Background: an optimization exercise with open tools, aiming at small area, a short achievable clock period and few clock cycles per item. Do not read the settings as production practice.
Only simulation tests tie the RTL to the original design; equivalence was not proved.

==> run D <==
Design hinge_cmp, start of the top module:
module hinge_cmp (
    input  wire        clk,
    input  wire        rst,
    input  wire        start,
    input  wire        clear,
    input  wire [23:0] clear_u,
    input  wire        form,
    input  wire        integ,
    input  wire [23:0] e_in,
    input  wire [23:0] b0,
    input  wire [23:0] b1,
    input  wire [23:0] b2,
    input  wire [23:0] b3,
    input  wire [23:0] a1,
    input  wire [23:0] a2,
    input  wire [23:0] a3,
    input  wire [5:0]  xb,
    input  wire [5:0]  xa,
    input  wire [5:0]  xe,
    input  wire [5:0]  xu,
    input  wire [23:0] u_min,
    input  wire [23:0] u_max,
    output wire        ready,
    output reg         done,
    output reg  [23:0] u_lim,
    output reg  [23:0] u_raw,
    output reg         sat,
    output reg         ovf,
    output reg         clamp
);
export LEC_CHECK = 0
export ABC_AREA = 1
export CAP_MARGIN = 20
export CORE_MARGIN = 2
export CORE_UTILIZATION = 40
export PLACE_DENSITY = 0.6
export SLEW_MARGIN = 20
create_clock -name core_clock -period 17.0 [get_ports {clk}]
standard.sh (not shown) runs the stock make flow with config.mk's settings and CLKGATE_MAP_FILE= SYNTH_SCRIPT=/design/flow/synth_recipe.tcl, a recipe that flattens the netlist after the stock synthesis.
==> flow/flow/run.sh <==
#!/bin/bash
# The standard layout (the standard.sh, standard synthesis included), with
# repair_timing asked to keep a setup margin so the layout runs faster than
# the 17 ns constraint. Each step's full log is under orfs/logs; make's own
# output goes to flow_make.log.
set -uo pipefail
MARGIN=${MARGIN:-11.5}
bash standard.sh SETUP_SLACK_MARGIN=$MARGIN finish > flow_make.log 2>&1
==> run C (differences from run D) <==
--- a/flow/design.v
+++ b/flow/design.v
@@ -41,21 +41,24 @@
     assign ready = ready_q;
     wire       cap_en = ~|ph | last_ph;
     reg [23:0] cq0, cq1, cq2, cq3, cq4, cq5, cq6;
     wire cq_dbl = ph[2] & ~form_q;
     reg [5:0]  xb_q, xa_q, xe_q, xu_q;
     reg [23:0] umin_q, umax_q, umin_r, umax_r;
+    reg [24:0] umm1_r;                        
+    reg        umin_gt, umax_ne, umax_min;    
     reg        integ_q, integ_r;
     reg [23:0] eh0, eh1, eh2, eh3;
     reg [23:0] u1, u2, u3;
     reg        clr_q;
     reg [23:0] clru_q;
-    wire is_b = ph[0] | ph[1] | ph[2] | ph[3];
-    wire [23:0] dsel = is_b  ? eh0 :
-                       ph[4] ? u1 :
-                       ph[5] ? u2 : u3;
+    reg  sel_b, sel_u1, sel_u2;
+    wire is_b = sel_b;
+    wire [23:0] dsel = sel_b  ? eh0 :
+                       sel_u1 ? u1 :
+                       sel_u2 ? u2 : u3;
     wire [47:0] ms_w, mc_w;
     booth_mul mul (.x(dsel), .y(cq0), .s(ms_w), .c(mc_w));
     wire signed [8:0] tb = $signed({{3{xb_q[5]}}, xb_q}) + $signed({{3{xe_q[5]}}, xe_q})
                          - $signed({{3{xu_q[5]}}, xu_q}) + 9'sd40;
     wire signed [8:0] ta = $signed({{3{xa_q[5]}}, xa_q}) + 9'sd40;
     wire signed [8:0] tr = is_b ? tb : ta;
@@ -78,32 +81,39 @@
     reg  [47:0] hm;
     integer i;
     always @(*) begin
         for (i = 0; i < 48; i = i + 1)
             hm[i] = (i + tsh >= 110);
     end
-    wire fit = (tsh == 7'd111) ? (prod == 48'd0) : ~|((prod ^ {48{psg}}) & hm);
-    wire [63:0] term_w = fit ? x7[110:47] : (psg ? ACC_MIN : ACC_MAX);
-    wire tsat_w = ~fit;
-    reg  [63:0] term;
-    reg         tsat, t_first;
+    wire fit = (tsh == 7'd111) ? (prod == 48'd0) : (~|(prod & hm) | &(prod | ~hm));
+    wire [63:0] win_w = x7[110:47];
+    reg  [63:0] win;
+    reg         tfit, tsg, t_first;
     reg  [63:0] acc;
     reg         sat_a;
+    wire [63:0] term = tfit ? win : {tsg, {63{~tsg}}};
+    wire        tsat = ~tfit;
     wire [63:0] acc_in = t_first ? 64'd0 : acc;
     wire [64:0] sum;
     wire        sum_co;
     add_bk65 acc_add (.a({acc_in[63], acc_in}), .b({term[63], term}), .ci(1'b0), .s(sum), .co(sum_co));
     wire sum_ovf = sum[64] ^ sum[63];
     wire [63:0] acc_nx = sum_ovf ? (sum[64] ? ACC_MIN : ACC_MAX) : sum[63:0];
     reg         m_last, t_last, a_last;
-    wire [48:0] rnd = {acc[63], acc[63:16]} + {48'd0, acc[15]};
-    wire rnd_hi = ~rnd[48] & (rnd[47:23] != 25'd0);
-    wire rnd_lo =  rnd[48] & ((rnd[47:23] != {25{1'b1}}) | (rnd[22:0] == 23'd0));
-    wire [23:0] raw = rnd_hi ? 24'h7FFFFF : rnd_lo ? 24'h800001 : rnd[23:0];
-    wire lim_lo = $signed(raw) < $signed(umin_r);
-    wire lim_hi = $signed(raw) > $signed(umax_r);
+    wire [23:0] rx  = acc[39:16];
+    wire        rc  = acc[15];
+    wire rnd_hi = ~acc[63] & ((|acc[62:39]) | (&acc[38:15]));
+    wire rnd_lo =  acc[63] & (~(&acc[62:39]) | ~(|acc[38:15]));
+    wire [23:0] rinc = rx + {23'd0, rc};
+    wire [23:0] raw = rnd_hi ? 24'h7FFFFF : rnd_lo ? 24'h800001 : rinc;
+    wire lo_0 = $signed(rx) < $signed(umin_r);
+    wire lo_1 = $signed({rx[23], rx}) < $signed(umm1_r);
+    wire hi_0 = $signed(rx) > $signed(umax_r);
+    wire hi_e = rx == umax_r;
+    wire lim_lo = ~rnd_hi & (rnd_lo ? umin_gt : (rc ? lo_1 : lo_0));
+    wire lim_hi = rnd_hi ? umax_ne : rnd_lo ? umax_min : (hi_0 | (rc & hi_e));
     wire [23:0] lim = lim_lo ? umin_r : lim_hi ? umax_r : raw;
     wire sat_all = sat_a | rnd_hi | rnd_lo;
     wire push = integ_r & ~sat_all & ~(lim_lo | lim_hi);
     reg  kill;    
     always @(posedge clk) begin
         if (cap_en) begin
@@ -117,18 +127,26 @@
             cq0 <= cq_dbl ? cq2 : cq1;
             cq1 <= cq_dbl ? cq3 : cq2;
             cq2 <= cq3; cq3 <= cq4; cq4 <= cq5; cq5 <= cq6;
         end
         if (last_ph) begin
             umin_r <= umin_q; umax_r <= umax_q; integ_r <= integ_q;
+            umm1_r <= {umin_q[23], umin_q} - 25'd1;
+            umin_gt  <= $signed(umin_q) > -24'sd8388607;
+            umax_ne  <= umax_q != 24'h7FFFFF;
+            umax_min <= umax_q == 24'h800000;
         end
         ms <= ms_w; mc <= mc_w;
         tsh <= t_w;
         m_first <= ph[0];
-        term    <= term_w;
-        tsat    <= tsat_w;
+        sel_b  <= |ph_next[3:0];
+        sel_u1 <= ph_next[4];
+        sel_u2 <= ph_next[5];
+        win     <= win_w;
+        tfit    <= fit;
+        tsg     <= psg;
         t_first <= m_first;
         acc   <= acc_nx;
         sat_a <= (t_first ? 1'b0 : sat_a) | tsat | sum_ovf;
         u_raw <= raw;
         u_lim <= lim;
         sat   <= sat_all;
@@ -140,41 +158,46 @@
             m_last <= 1'b0;
             t_last <= 1'b0;
             a_last <= 1'b0;
             done <= 1'b0;
             kill <= 1'b0;
             clr_q <= 1'b0;
-            eh1 <= 24'd0; eh2 <= 24'd0; eh3 <= 24'd0;
-            u1 <= 24'd0; u2 <= 24'd0; u3 <= 24'd0;
         end else begin
             ph <= ph_next;
             ready_q <= acc_s ? 1'b0 : (ready_q | (form_q ? ph[5] : ph[4]));
             m_last <= last_ph;
             t_last <= m_last;
             a_last <= t_last;
             done <= a_last;
-            if (cap_en) begin
-                eh0 <= e_in;
-            end
             clr_q <= acc_c;
-            if (clr_q) begin
-                eh1 <= 24'd0; eh2 <= 24'd0; eh3 <= 24'd0;
-            end else if (ph[0] | ph[1] | ph[2]) begin
-                eh0 <= eh1; eh1 <= eh2; eh2 <= eh3; eh3 <= eh0;
-            end
-            if (clr_q) begin
-                u1 <= clru_q; u2 <= clru_q; u3 <= clru_q;
-            end else if (a_last & ~kill) begin
-                u1 <= push ? raw : u1; u2 <= u1; u3 <= u2;
-            end
             if (acc_c)
                 kill <= (|ph) | m_last | t_last;
             else if (a_last)
                 kill <= 1'b0;
         end
     end
+    reg rst_q;
+    always @(posedge clk) begin
+        rst_q <= rst;
+        if (cap_en)
+            eh0 <= e_in;
+        if (rst_q) begin
+            eh1 <= 24'd0; eh2 <= 24'd0; eh3 <= 24'd0;
+        end else if (clr_q) begin
+            eh1 <= 24'd0; eh2 <= 24'd0; eh3 <= 24'd0;
+        end else if (ph[0] | ph[1] | ph[2]) begin
+            eh0 <= eh1; eh1 <= eh2; eh2 <= eh3; eh3 <= eh0;
+        end
+        if (rst_q) begin
+            u1 <= 24'd0; u2 <= 24'd0; u3 <= 24'd0;
+        end else if (clr_q) begin
+            u1 <= clru_q; u2 <= clru_q; u3 <= clru_q;
+        end else if (a_last & ~kill) begin
+            u1 <= push ? raw : u1; u2 <= u1; u3 <= u2;
+        end
+    end
 endmodule
 module booth_mul(input [23:0] x, input [23:0] y, output [47:0] s, output [47:0] c);
   wire one0 = y[0] ^ 1'b0;
   wire two0 = (y[1] & ~y[0] & ~1'b0) | (~y[1] & y[0] & 1'b0);
   wire neg0 = y[1];
   wire pp0_0 = ((one0 & x[0]) | (two0 & 1'b0)) ^ neg0;
==> flow/flow/run.sh (replaced) <==
#!/bin/bash
# The standard layout (the standard.sh, standard synthesis included), with
# repair_timing asked to keep a setup margin so the layout runs faster than
# the 17 ns constraint. Each step's full log is under orfs/logs; make's own
# output goes to flow_make.log.
set -uo pipefail
MARGIN=${MARGIN:-12.5}
bash standard.sh SETUP_SLACK_MARGIN=$MARGIN finish > flow_make.log 2>&1
==> summary of the runs <==
- Of run C and run D, run C has the higher register-to-register slack (gap 0.95 ns).
- Between run D and run C, the lower die area is in run D (gap 3.8%, measured against run C).
- Against run C, the utilization of run D is lower by 0.43 points.
- Of run D and run C, run D has the higher critical path depth (gap 13).
- In run D the via count is lower than in run C, by about 3%.
- Between run D and run C, the lower cell area is in run D (gap 4.9%, measured against run C).
- In run D the fmax is smaller than in run C, by 15%.
- Between run D and run C, the lower non-clock buffer count is in run D (gap 16).
==> figures <==
Final Routed Wirelength: run D 189000 um; run C 199000 um
Count of cell types in the netlist: run D 61; run C 57
Count of buffers added by post-CTS timing repair for setup: run D 39; run C 37
Launching element of the worst setup path: run D cq0[7]$_DFF_P_; run C u_raw[18]$_DFF_P_
Highest clock frequency the design can meet: run D 0.184 GHz; run C 0.217 GHz
Fraction of the cycle the final worst path needs: run D 32.0%; run C 27.1%
Flip-flop and latch share of the layout cell area: run D 27.9%; run C 27.7%
Run status: run D no timing/DRC/antenna violations; run C no timing/DRC/antenna violations
Net Count, Synth: run D 7755; run C 8121
Share of the synthesized area in the top cell type: run D 22.0%; run C 22.2%
Share of layout cells above drive strength 1: run D 7.51%; run C 9.34%
Number of iterations in the first detailed-routing pass: run D 6; run C 8
Largest net degree at the start of global routing: run D 197; run C 165
Endpoint of the most critical setup path: run D mc[29]$_DFF_P_; run C u_raw[18]
Multi-input gates: run D 4889; run C 5040
Clock-cell share of area: run D 4.68%; run C 4.84%
Testbench counts of run D, summed over its fixed seeds: cycles 139,812, samples 23,233.
Testbench counts of run C, summed over its fixed seeds: cycles 139,812, samples 23,233.

-- afterwards: timing with drivers on the ports --
The flow's constraints put no driver on any port. The routed layouts listed below were extracted and timed again, unchanged, in two steps.
Step 1 sets driving cells, clkbuf_16 on the clock port and buf_2 on the other inputs (assumed; they add their load-dependent delay and slew).
Step 2 adds t to the input delays and takes it off the output delays; t is the mean of the earliest and latest rising clock arrival at the registers after step 1. Input paths then give back, and output paths get back, about the clock's delay inside the block.
Three values: no drivers, after step 1, after step 2; two values: the first two.
run | t (ns) | slack for setup (ns) | slew at the worst register clock pin (ns)
run D | 0.762 | 11.567 / 11.567 / 11.327 | 0.07 / 0.07
run C | 0.777 | 12.391 / 12.314 / 12.402 | 0.07 / 0.07
After both steps every run listed still meets setup and hold. The setup slack of run D, which loses most, moves by 0.000 ns with the drivers and by -0.240 ns with both steps.
